From an optimization exercise on the open Yosys and OpenROAD flow, aimed at small area, a short achievable clock period and few clock cycles; shortcuts taken in it are not production practice.
The RTL was checked by simulation tests, not by an equivalence proof against the original design.
No driver is modelled on the clock port, so clocking that relies on it looks cheaper here than on a real chip.

Design sillage_gen, start of the top module:
module sillage_gen (
    input  wire         clk,
    input  wire         rst,           
    input  wire         req_valid,
    output wire         req_ready,
    input  wire [1:0]   req_op,        
    input  wire [47:0]  req_step,
    input  wire [15:0]  req_stream,
    input  wire [63:0]  req_gei,
    input  wire [127:0] req_seed,
    output wire         resp_valid,
    input  wire         resp_ready,
    output wire [31:0]  resp_data
);
Size: about 0.098 mm2 of cells after synthesis.
clock: 10.0 ns
lec_check: 0
abc_area: 1
cap_margin: 40
core_margin: 2
core_utilization: 60
slew_margin: 30
standard.sh (not shown) runs the stock make flow with config.mk's settings and CLKGATE_MAP_FILE= SYNTH_SCRIPT=/design/flow/synth_recipe.tcl, a recipe that flattens the netlist after the stock synthesis.
==> flow/flow/run.sh <==
#!/bin/bash
set -euo pipefail
bash standard.sh SETUP_SLACK_MARGIN=6.2 \
    "BUFFER_PORTS_ARGS=-buffer_cell sky130_fd_sc_hd__buf_2" \
    "CTS_ARGS=-sink_clustering_enable -repair_clock_nets -dont_use_dummy_load" \
    finish > run_standard.log 2>&1
The baseline completed with no timing, DRC or antenna violations.
Testbench counts at the start, summed over its fixed seeds: cycles 6,884.
Edit:
ABC_AREA = not set   (was 1)
CORE_UTILIZATION = 55   (was 60)
- The changed run ran to the end with no violations
- worst hold slack gets worse by 0.0048 ns
- final cell count decreases by 7.7%
- wire length increases by 3.6%
- global-route usage goes down by 1.3 points
- count of clock-buffer cells in the layout came out higher by 3
- die area is higher by about 8%
- via count fell by 4.8%
- register-to-register slack gets worse by 0.24 ns
- fmax fell by 5.9%

Starting RTL as in the previous note.
export LEC_CHECK = 0
export CAP_MARGIN = 40
export CORE_MARGIN = 2
export CORE_UTILIZATION = 55
export SLEW_MARGIN = 30
create_clock -name core_clock -period 10.0 [get_ports {clk}]
==> flow/flow/run.sh <==
#!/bin/bash
set -euo pipefail
bash standard.sh SETUP_SLACK_MARGIN=6.2 "BUFFER_PORTS_ARGS=-buffer_cell sky130_fd_sc_hd__buf_2" finish > run_standard.log 2>&1
Testbench counts at the start, summed over its fixed seeds: cycles 6,884.
==> next run, changes <==
==> flow/flow/run.sh (replaced) <==
#!/bin/bash
set -euo pipefail
bash standard.sh SETUP_SLACK_MARGIN=6.4 \
    "BUFFER_PORTS_ARGS=-buffer_cell sky130_fd_sc_hd__buf_2" \
    "CTS_ARGS=-sink_clustering_enable -repair_clock_nets -dont_use_dummy_load" \
    finish > run_standard.log 2>&1
ABC_AREA = 1   (was not set)
After rerunning:
- utilization hardly moves
- register-to-register slack gains 150 ps
- via count grows by 5.1%
- fmax went up by 3.7%
- worst setup slack gets better by 150 ps

## fjord
Starting RTL as in the previous note.
export LEC_CHECK = 0
export ABC_AREA = 1
export CAP_MARGIN = 40
export CORE_MARGIN = 2
export CORE_UTILIZATION = 55
export SLEW_MARGIN = 30
create_clock -name core_clock -period 10.0 [get_ports {clk}]
==> flow/flow/run.sh <==
#!/bin/bash
set -euo pipefail
bash standard.sh SETUP_SLACK_MARGIN=6.2 \
    "BUFFER_PORTS_ARGS=-buffer_cell sky130_fd_sc_hd__buf_2" \
    "CTS_ARGS=-sink_clustering_enable -repair_clock_nets -dont_use_dummy_load" \
    finish > run_standard.log 2>&1
Testbench counts of fjord, summed over its fixed seeds: cycles 6,884.
Input-level comparison between quartz and fjord:
==> flow/flow/run.sh <==
#!/bin/bash
set -euo pipefail
bash standard.sh SETUP_SLACK_MARGIN=6.2 "BUFFER_PORTS_ARGS=-buffer_cell sky130_fd_sc_hd__buf_2" finish > run_standard.log 2>&1
Findings:
Per the comparison of quartz with fjord, number of standard cells in the layout, taps in and fillers out went up; layout clock buffer count went up 33; routed wire length climbed about 0.9%.
The flow did not stop early for fjord: all stages ran, and the layout cleared the timing, DRC and antenna checks.
In summary, quartz completed successfully, with a layout that passed the timing, DRC and antenna checks.
quartz -> fjord: average size of a mapped cell flat
quartz: share of final-layout standard cells stronger than drive strength 1 higher than fjord
Looking at quartz and fjord, the worst setup slack is a wash.
~same maximum frequency in quartz and fjord
Final max-slew violation count: fjord vs quartz identical
What onyx does differently from quartz at the input level:
==> flow/flow/run.sh <==
#!/bin/bash
set -euo pipefail
bash standard.sh SETUP_SLACK_MARGIN=6.0 \
    "BUFFER_PORTS_ARGS=-buffer_cell sky130_fd_sc_hd__buf_2" \
    "CTS_ARGS=-sink_clustering_enable -repair_clock_nets -dont_use_dummy_load" \
    finish > run_standard.log 2>&1
- Compared with quartz, onyx ends up with a smaller final cell area.
- Diff quartz -> onyx: routed wire length saw a decrease; clock skew saw an increase; well tap count saw little to no change; final critical-path share of the clock period saw an increase; non-clock buffer count saw a decrease.
- Compared onyx vs quartz, and critical path depth is down in onyx.

separate check: timing with driven ports:
In the flow no input, the clock included, has a driving cell. The finished layouts below were timed again as built, in two steps. Step 1 (the two cells are an assumption about what drives the block):
set clk [get_ports {clk}]
set_driving_cell -lib_cell sky130_fd_sc_hd__clkbuf_16 $clk
set_driving_cell -lib_cell sky130_fd_sc_hd__buf_2 [delete_from_list [all_inputs] $clk]
Step 2 also shifts input and output timing later by t, the mid clock arrival at the registers, as if the neighbouring blocks saw the same clock. a / b / c = ideal / step 1 / step 2; a / b = the first two.
run	t (ns)	setup slack, ns	worst setup path at the end	clock arrival spread, ns	worst slew at a driven data input, ns
the first run of note 1	0.958	6.107 / 6.107 / 5.382	input to register	0.125 / 0.125	0.10
the second run of note 1	0.902	5.863 / 5.863 / 5.360	input to register	0.102 / 0.102	0.07
the first run of note 2	0.937	5.860 / 5.860 / 5.234	input to register	0.053 / 0.052	0.07
the second run of note 2	0.923	6.008 / 6.008 / 5.655	input to register	0.096 / 0.096	0.10
fjord	0.928	6.034 / 6.034 / 5.485	input to register	0.094 / 0.094	0.11
quartz	0.951	6.036 / 6.036 / 5.507	input to register	0.053 / 0.054	0.13
onyx	0.924	6.002 / 6.002 / 5.554	input to register	0.098 / 0.098	0.13
After both steps setup and hold are still met in every run listed. The setup slack of the first run of note 1, which loses most, moves by 0.000 ns with the drivers and by -0.725 ns with both steps.
